This is an optimization exercise on Yosys and OpenROAD, whose aim is small area, a short achievable clock period and few clock cycles per item, not a production implementation.
RTL that was checked went through simulation tests only; none was proved equivalent to the original.

trial 54:
==> flow/design.v (excerpt) <==
module elrek_tx (
    input  wire         clk,
    input  wire         rst,
    input  wire [30:0]  seed,
    input  wire         st_valid,
    output wire         st_ready,
    input  wire [3:0]   st_type,
    input  wire [3:0]   st_seq,
    input  wire [511:0] st_payload,
    output reg          tx_valid,
    output reg  [31:0]  tx_data
);
    localparam [3:0] T_ALIGN = 4'h4;
    reg  [511:0] P;          
    reg  [7:0]   tq;         
    reg          ready;
    reg          ready_o;    
    reg          pfull;      
    reg          mk;         
    reg  [3:0]   wp;         
    reg  [30:0]  scr;
    reg  [15:0]  H;          
    reg          hv;         
    reg  [33:0]  B;          
    reg  [5:0]   c;          
    reg          fresh;      
    reg  [10:0]  hist;       
    assign st_ready = ready_o;
    wire align = (tq[7:4] == T_ALIGN);
    wire [15:0] marker;
    wire       k1 = hv & mk;
    wire       k2 = ~hv & mk;
    wire       k4 = ~hv & ~mk;
    wire [1:0] hs = c[5] ? 2'd3 : (~pfull | ~k2) ? (k4 ? 2'd2 : 2'd1) : 2'd0;
  ...
Size: about 2600 cells after synthesis, about 660 flip-flops.
Settings: LEC_CHECK=0, CAP_MARGIN=20, CORE_MARGIN=2, CORE_UTILIZATION=55, SLEW_MARGIN=20, SYNTH_HIERARCHICAL=1; clock period 80.0 ns.
standard.sh (not shown) runs the stock make flow with config.mk's settings and CLKGATE_MAP_FILE= SYNTH_SCRIPT=/design/flow/synth_recipe.tcl, a recipe that flattens the netlist after the stock synthesis.
==> flow/flow/run.sh <==
#!/bin/bash
# The standard layout (standard.sh), with these ORFS settings changed:
#  - ABC_LOAD_IN_FF=1: ABC sizes the small one-gate modules of the datapath
#    for a light load instead of upsizing them;
#  - port buffers use the smallest buffer cell (buf_1) rather than the delay
#    cell that buffer_ports picks by default;
#  - clock tree: clkbuf_16 buffers, sinks clustered in groups of up to 24
#    within 120 um, no dummy loads;
#  - repair_timing aims at a setup slack of 63.3 ns (the clock is 80 ns, the
#    I/O delays 16 ns each), without cloning gates.
# Each ORFS step keeps its own log under orfs/logs; make's output goes to
# standard.log.
set -euo pipefail
bash standard.sh ABC_LOAD_IN_FF=1 SETUP_SLACK_MARGIN=63.3 SKIP_GATE_CLONING=1 \
    "BUFFER_PORTS_ARGS=-buffer_cell sky130_fd_sc_hd__buf_1" \
    "CTS_ARGS=-sink_clustering_enable -repair_clock_nets -sink_clustering_size 30 -sink_clustering_max_diameter 80 -buf_list sky130_fd_sc_hd__clkbuf_16 -dont_use_dummy_load" \
    finish > standard.log 2>&1
Per the final summary, trial 54 finished and its layout is clean on timing, DRC and antenna.
Testbench counts of trial 54, summed over its fixed seeds: cycles 52,836, items 3,200.
The following lists how trial 64 was set up differently from trial 54:
# trial 54
export LEC_CHECK = 0
export CAP_MARGIN = 20
export CORE_MARGIN = 2
export CORE_UTILIZATION = 55
export SLEW_MARGIN = 20
export SYNTH_HIERARCHICAL = 1
create_clock -name core_clock -period 80.0 [get_ports {clk}]
# trial 64
export LEC_CHECK = 0
export CAP_MARGIN = 20
export CORE_MARGIN = 2
export CORE_UTILIZATION = 70
export SLEW_MARGIN = 20
export SYNTH_HIERARCHICAL = 1
create_clock -name core_clock -period 80.0 [get_ports {clk}]
-- flow/flow/run.sh --
<<< trial 54, line 15
    "BUFFER_PORTS_ARGS=-buffer_cell sky130_fd_sc_hd__buf_1" \
    "CTS_ARGS=-sink_clustering_enable -repair_clock_nets -sink_clustering_size 30 -sink_clustering_max_diameter 80 -buf_list sky130_fd_sc_hd__clkbuf_16 -dont_use_dummy_load" \
    finish > standard.log 2>&1
>>> trial 64, line 15
    "BUFFER_PORTS_ARGS=-buffer_cell sky130_fd_sc_hd__buf_1" \
    "CTS_ARGS=-sink_clustering_enable -repair_clock_nets -sink_clustering_size 24 -sink_clustering_max_diameter 120 -buf_list sky130_fd_sc_hd__clkbuf_16 -dont_use_dummy_load" \
    finish > standard.log 2>&1
- Wire length: trial 64 < trial 54
- Area of all placed cells without fillers (lower): trial 64

* * *

exp/pepper:
Starting RTL as in the previous note.
==> flow/config.mk <==
export PLATFORM = sky130hd
export DESIGN_NAME = elrek_tx
export DESIGN_NICKNAME = elrek_tx
export VERILOG_FILES = /design/flow/design.v
export SDC_FILE = /design/flow/constraint.sdc
export NUM_CORES = 8
export LEC_CHECK = 0
export CAP_MARGIN = 20
export CORE_MARGIN = 2
export CORE_UTILIZATION = 55
export CTS_BUF_LIST = sky130_fd_sc_hd__clkbuf_8
export CTS_CLUSTER_SIZE = 30
export SLEW_MARGIN = 20
export SYNTH_HIERARCHICAL = 1
==> flow/constraint.sdc <==
create_clock -name core_clock -period 80.0 [get_ports {clk}]
set_input_delay 16.0000 -clock core_clock [delete_from_list [all_inputs] [get_ports {clk}]]
set_output_delay 16.0000 -clock core_clock [all_outputs]
set_load 0.01 [all_outputs]
==> flow/flow/run.sh <==
#!/bin/bash
# The standard layout (standard.sh), with these ORFS settings changed:
#  - ABC_LOAD_IN_FF=1: ABC sizes the small one-gate modules of the datapath
#    for a light load instead of upsizing them;
#  - port buffers use the smallest buffer cell (buf_1) rather than the delay
#    cell that buffer_ports picks by default;
#  - clock tree: clkbuf_16 buffers, sinks clustered in groups of up to 24
#    within 120 um, no dummy loads.
# Each ORFS step keeps its own log under orfs/logs; make's output goes to
# standard.log.
set -euo pipefail
bash standard.sh ABC_LOAD_IN_FF=1 SETUP_SLACK_MARGIN=63.6 SKIP_GATE_CLONING=1 MATCH_CELL_FOOTPRINT=0 \
    "BUFFER_PORTS_ARGS=-buffer_cell sky130_fd_sc_hd__buf_1" \
    "CTS_ARGS=-sink_clustering_enable -repair_clock_nets -sink_clustering_size 24 -sink_clustering_max_diameter 120 -buf_list sky130_fd_sc_hd__clkbuf_16 -dont_use_dummy_load" \
    finish > standard.log 2>&1
exp/pepper reached the end of the flow, and the finished layout is clean on the timing, DRC and antenna checks.
Testbench counts of exp/pepper, summed over its fixed seeds: cycles 52,836, items 3,200.
Here is what was changed in the inputs of exp/nickel compared with exp/pepper.
Settings: clearing CTS_BUF_LIST, which used to be sky130_fd_sc_hd__clkbuf_8; clearing CTS_CLUSTER_SIZE, which used to be 30.
-- flow/flow/run.sh --
<<< exp/pepper, line 8
#    within 120 um, no dummy loads.
>>> exp/nickel, line 8
#    within 120 um, no dummy loads;
#  - repair_timing aims at a setup slack of 63.3 ns (the clock is 80 ns, the
#    I/O delays 16 ns each), without cloning gates.
<<< exp/pepper, line 12
bash standard.sh ABC_LOAD_IN_FF=1 SETUP_SLACK_MARGIN=63.6 SKIP_GATE_CLONING=1 MATCH_CELL_FOOTPRINT=0 \
>>> exp/nickel, line 14
bash standard.sh ABC_LOAD_IN_FF=1 SETUP_SLACK_MARGIN=63.3 SKIP_GATE_CLONING=1 \
Going from exp/pepper to exp/nickel, non-filler instance count after layout roughly the same; arrival time of data at the critical path endpoint lower; number of nets in the finished design roughly the same; HPWL after detailed placement lower; final wirelength lower. Re hold slack: exp/nickel and exp/pepper aren't equal, and the lower value belongs to exp/pepper. [compare] base=exp/pepper new=exp/nickel: final worst clock skew went up. exp/pepper vs exp/nickel, origin of the worst setup path: ready_o vs tx_data[1].
Setup changes, exp/nickel to exp/maple
Settings: CTS_BUF_LIST newly set to sky130_fd_sc_hd__clkbuf_8; CTS_CLUSTER_SIZE newly set to 30.
-- flow/flow/run.sh --
<<< exp/nickel, line 8
#    within 120 um, no dummy loads;
#  - repair_timing aims at a setup slack of 63.3 ns (the clock is 80 ns, the
#    I/O delays 16 ns each), without cloning gates.
>>> exp/maple, line 8
#    within 120 um, no dummy loads.
[summary]
- exp/maple finished every stage and its layout cleared the timing, DRC and antenna checks.
- Going from exp/nickel to exp/maple, clock transition time at the flip-flop clock pins of the worst setup and hold paths flat; final critical path time including I/O delays and setup flat.
- The worst endpoint required time was comparable across exp/maple and exp/nickel.
- Any difference in relative area change from synthesis to final layout between exp/nickel and exp/maple is small enough to ignore.
- Flip-flop and latch count came out exactly the same in exp/maple and exp/nickel.

* * *

elrek_tx, a different RTL version from the one above (not shown whole).
Size in the first run: ~2600 cells after synthesis, about 660 flip-flops, about 590 I/O pins.
export LEC_CHECK = 0
export CAP_MARGIN = 20
export CORE_MARGIN = 2
export CORE_UTILIZATION = 62
export SLEW_MARGIN = 20
export SYNTH_HIERARCHICAL = 1
create_clock -name core_clock -period 80.0 [get_ports {clk}]
==> flow/flow/run.sh <==
#!/bin/bash
# The standard layout (standard.sh), with these ORFS settings changed:
#  - ABC_LOAD_IN_FF=1: ABC sizes the small one-gate modules of the datapath
#    for a light load instead of upsizing them;
#  - port buffers use the smallest buffer cell (buf_1) rather than the delay
#    cell that buffer_ports picks by default;
#  - clock tree: clkbuf_16 buffers, sinks clustered in groups of up to 24
#    within 120 um, no dummy loads;
#  - repair_timing aims at a setup slack of 63.3 ns (the clock is 80 ns, the
#    I/O delays 16 ns each), without cloning gates.
# Each ORFS step keeps its own log under orfs/logs; make's output goes to
# standard.log.
set -euo pipefail
bash standard.sh ABC_LOAD_IN_FF=1 SETUP_SLACK_MARGIN=63.3 SKIP_GATE_CLONING=1 \
    "BUFFER_PORTS_ARGS=-buffer_cell sky130_fd_sc_hd__buf_1" \
    "CTS_ARGS=-sink_clustering_enable -repair_clock_nets -sink_clustering_size 24 -sink_clustering_max_diameter 120 -buf_list sky130_fd_sc_hd__clkbuf_16 -dont_use_dummy_load" \
    finish > standard.log 2>&1
The baseline ran to the end with no violations.
Testbench counts at the start, summed over its fixed seeds: cycles 52,836, items 3,200.
Change:
--- a/flow/flow/run.sh
+++ b/flow/flow/run.sh
@@ -14,4 +14,4 @@
 bash standard.sh ABC_LOAD_IN_FF=1 SETUP_SLACK_MARGIN=63.3 SKIP_GATE_CLONING=1 \
     "BUFFER_PORTS_ARGS=-buffer_cell sky130_fd_sc_hd__buf_1" \
-    "CTS_ARGS=-sink_clustering_enable -repair_clock_nets -sink_clustering_size 24 -sink_clustering_max_diameter 120 -buf_list sky130_fd_sc_hd__clkbuf_16 -dont_use_dummy_load" \
+    "CTS_ARGS=-sink_clustering_enable -repair_clock_nets -sink_clustering_size 32 -sink_clustering_max_diameter 90 -buf_list sky130_fd_sc_hd__clkbuf_16 -dont_use_dummy_load" \
     finish > standard.log 2>&1
Settings changed: CORE_UTILIZATION 62 to 55.
After rerunning:
- core utilization drops by 7.6 points
- final area barely changes
Change:
--- a/flow/flow/run.sh
+++ b/flow/flow/run.sh
@@ -14,4 +14,4 @@
 bash standard.sh ABC_LOAD_IN_FF=1 SETUP_SLACK_MARGIN=63.3 SKIP_GATE_CLONING=1 \
     "BUFFER_PORTS_ARGS=-buffer_cell sky130_fd_sc_hd__buf_1" \
-    "CTS_ARGS=-sink_clustering_enable -repair_clock_nets -sink_clustering_size 32 -sink_clustering_max_diameter 90 -buf_list sky130_fd_sc_hd__clkbuf_16 -dont_use_dummy_load" \
+    "CTS_ARGS=-sink_clustering_enable -repair_clock_nets -sink_clustering_size 28 -sink_clustering_max_diameter 100 -buf_list sky130_fd_sc_hd__clkbuf_16 -dont_use_dummy_load" \
     finish > standard.log 2>&1
=>
- synthesized cell count is unchanged
- area after synthesis stays the same
- setup slack is worse by 0.026 ns
- routed wire length hardly moves
- via count hardly moves
- global-route usage barely changes

* * *

Another version of the RTL of elrek_tx (not shown whole).
Size: roughly 2,600 cells after synthesis, roughly 590 I/O pins, about 0.037 mm² of cells after synthesis.
Settings: LEC_CHECK=0, CAP_MARGIN=20, CORE_MARGIN=2, CORE_UTILIZATION=55, CTS_BUF_LIST=sky130_fd_sc_hd__clkbuf_8, CTS_CLUSTER_SIZE=30, SLEW_MARGIN=20, SYNTH_HIERARCHICAL=1; clock period 80.0 ns.
==> flow/flow/run.sh <==
#!/bin/bash
set -euo pipefail
bash standard.sh ABC_LOAD_IN_FF=1 \
    "BUFFER_PORTS_ARGS=-buffer_cell sky130_fd_sc_hd__buf_1" \
    "CTS_ARGS=-sink_clustering_enable -repair_clock_nets -sink_clustering_size 24 -sink_clustering_max_diameter 120 -buf_list sky130_fd_sc_hd__clkbuf_16 -dont_use_dummy_load" \
    finish > standard.log 2>&1
The baseline finished clean.
Then changed:
==> flow/flow/run.sh (replaced) <==
#!/bin/bash
set -euo pipefail
bash standard.sh ABC_LOAD_IN_FF=1 \
    "BUFFER_PORTS_ARGS=-buffer_cell sky130_fd_sc_hd__buf_1" \
    "CTS_ARGS=-sink_clustering_enable -repair_clock_nets -sink_clustering_size 20 -sink_clustering_max_diameter 100 -buf_list sky130_fd_sc_hd__clkbuf_16 -dont_use_dummy_load" \
    finish > standard.log 2>&1
Effect:
- routed wire length stays flat
- maximum frequency is about the same
- clock skew rises by 0.030 ns
- via count rises by 0.54%
- hold slack stays flat
No run of this note included a check of the RTL's function; only the layout flow was run.

* * *

run A:
elrek_tx, a different RTL version from the one above (not shown whole).
Size in the first run: roughly 2600 cells after synthesis, about 590 I/O pins.
export LEC_CHECK = 0
export CAP_MARGIN = 20
export CORE_MARGIN = 2
export CORE_UTILIZATION = 55
export GPL_TIMING_DRIVEN = 0
export SLEW_MARGIN = 20
export SYNTH_HIERARCHICAL = 1
create_clock -name core_clock -period 80.0 [get_ports {clk}]
==> flow/flow/run.sh <==
#!/bin/bash
# The standard layout (standard.sh), with these ORFS settings changed:
#  - ABC_LOAD_IN_FF=1: ABC sizes the small one-gate modules of the datapath
#    for a light load instead of upsizing them;
#  - port buffers use the smallest buffer cell (buf_1) rather than the delay
#    cell that buffer_ports picks by default;
#  - clock tree: clkbuf_16 buffers, sinks clustered in groups of up to 24
#    within 120 um, no dummy loads;
#  - repair_timing aims at a setup slack of 63.3 ns (the clock is 80 ns, the
#    I/O delays 16 ns each), without cloning gates.
# Each ORFS step keeps its own log under orfs/logs; make's output goes to
# standard.log.
set -euo pipefail
bash standard.sh ABC_LOAD_IN_FF=1 SETUP_SLACK_MARGIN=63.3 SKIP_GATE_CLONING=1 \
    "BUFFER_PORTS_ARGS=-buffer_cell sky130_fd_sc_hd__buf_1" \
    "CTS_ARGS=-sink_clustering_enable -repair_clock_nets -sink_clustering_size 24 -sink_clustering_max_diameter 120 -buf_list sky130_fd_sc_hd__clkbuf_16 -dont_use_dummy_load" \
    finish > standard.log 2>&1
Run A | status: complete | timing, DRC, antenna: pass
Testbench counts of run A, summed over its fixed seeds: cycles 52,836, items 3,200.
--- input diff run A..run B ---
- a deleted GPL_TIMING_DRIVEN that had been 0
- a change of SLEW_MARGIN from 20 to 5
- a change of CAP_MARGIN from 20 to 5
Results
- The final layout from run B, which completed every stage, passed the timing, DRC and antenna checks at the end of the flow.
- Summary: with run A as the reference, cell count after placement in run B moved down slightly.
- The higher number of detailed-routing iterations run before antenna repair came out of run B.
- Number of buffer and inverter stages on the critical path: run B vs run A identical
- Compared run B vs run A, and via count of the first global-routing pass is up in run B.
- Cell area after layout improves in run B relative to run A.
- Of the two candidates, run A has the worse minimum setup slack in the final design and run B the better one.
- Re die area: no difference whatsoever between run B and run A.
- Diff run A -> run B | area overhead of the layout relative to synthesis | decrease of 2.5 points
- Post-detailed-placement cell area (run B vs. run A) decreases by a few percent

* * *

== the reference run ==
elrek_tx, a different RTL version from the one above (not shown whole).
Size: about 670 flip-flops, ~590 I/O pins.
export LEC_CHECK = 0
export CAP_MARGIN = 20
export CORE_MARGIN = 2
export CORE_UTILIZATION = 55
export CTS_BUF_LIST = sky130_fd_sc_hd__clkbuf_8
export CTS_CLUSTER_SIZE = 30
export SLEW_MARGIN = 20
export SYNTH_HIERARCHICAL = 1
create_clock -name core_clock -period 80.0 [get_ports {clk}]
==> flow/flow/run.sh <==
#!/bin/bash
set -euo pipefail
bash standard.sh ABC_LOAD_IN_FF=1 \
    "BUFFER_PORTS_ARGS=-buffer_cell sky130_fd_sc_hd__buf_1" \
    "CTS_ARGS=-sink_clustering_enable -repair_clock_nets -sink_clustering_size 20 -sink_clustering_max_diameter 100 -buf_list sky130_fd_sc_hd__clkbuf_16 -dont_use_dummy_load" \
    finish > standard.log 2>&1
Every stage of the flow completed for the reference run, and the final layout passed the timing, DRC and antenna checks.
> inputs changed (the reference run -> the trial run)
==> flow/flow/run.sh <==
#!/bin/bash
set -euo pipefail
bash standard.sh ABC_LOAD_IN_FF=1 \
    "BUFFER_PORTS_ARGS=-buffer_cell sky130_fd_sc_hd__buf_1" \
    "CTS_ARGS=-sink_clustering_enable -repair_clock_nets -sink_clustering_size 14 -sink_clustering_max_diameter 60 -buf_list sky130_fd_sc_hd__clkbuf_8 -dont_use_dummy_load" \
    finish > standard.log 2>&1
Changes observed in the trial run relative to the reference run: maximum achievable frequency lost 0.42%; first-pass GRT wire length neither gained nor lost much; first-iteration DRC count lost about 1.1%; register share of the cell area picked up an extra 0.17 points. Diff the reference run -> the trial run: clock tree skew after final layout rose 0.035 ns; final cell count without fillers now sits higher. For total count of max-transition violations in the final report, the reference run and the trial run come out practically identical. The trial run against the reference run: worst hold slack was more or less identical; final instance area lower.
No functional check of the RTL was part of any run of this note.

## port drivers added, routing unchanged
In the flow no input, the clock included, has a driving cell. The finished layouts below were timed again as built, in two steps.
Step 1 sets driving cells, clkbuf_16 on the clock port and buf_2 on the other inputs (assumed; they add their load-dependent delay and slew).
Step 2 moves the port delays by t, midway between the first and last clock arrival at a register: inputs arrive t later, outputs are due t later. That takes back most of the time a late clock gives input paths.
a / b / c = no drivers / after step 1 / after step 2; a / b = the first two.
| run | t, ns | setup slack, ns | worst data-port slew with drivers (ns) | pins driven straight from the clock port |
|---|---|---|---|---|
| trial 54 | 0.644 | 62.954 / 62.884 / 62.778 | 0.11 | 1 |
| trial 64 | 0.706 | 62.872 / 62.805 / 62.696 | 0.17 | 1 |
| exp/pepper | 0.710 | 62.904 / 62.832 / 62.839 | 0.14 | 1 |
| exp/nickel | 0.641 | 62.948 / 62.878 / 62.777 | 0.10 | 1 |
| exp/maple | 0.641 | 62.948 / 62.878 / 62.777 | 0.10 | 1 |
| the first run of note 3 | 0.700 | 62.916 / 62.853 / 62.669 | 0.12 | 1 |
| the second run of note 3 | 0.695 | 62.913 / 62.845 / 62.683 | 0.13 | 1 |
| the third run of note 3 | 0.699 | 62.887 / 62.818 / 62.703 | 0.14 | 1 |
| the first run of note 4 | 0.699 | 62.265 / 62.200 / 62.307 | 0.15 | 1 |
| the second run of note 4 | 0.658 | 62.301 / 62.233 / 62.292 | 0.16 | 1 |
| run A | 0.642 | 62.951 / 62.886 / 62.773 | 0.21 | 1 |
| run B | 0.635 | 62.978 / 62.911 / 62.756 | 0.12 | 1 |
| the reference run | 0.660 | 62.646 / 62.579 / 62.305 | 0.12 | 1 |
| the trial run | 0.714 | 62.573 / 62.505 / 62.322 | 0.13 | 1 |
After both steps every run listed still meets setup and hold. For the reference run, which loses most, drivers alone change the setup slack by -0.067 ns; drivers and shift together by -0.341 ns.
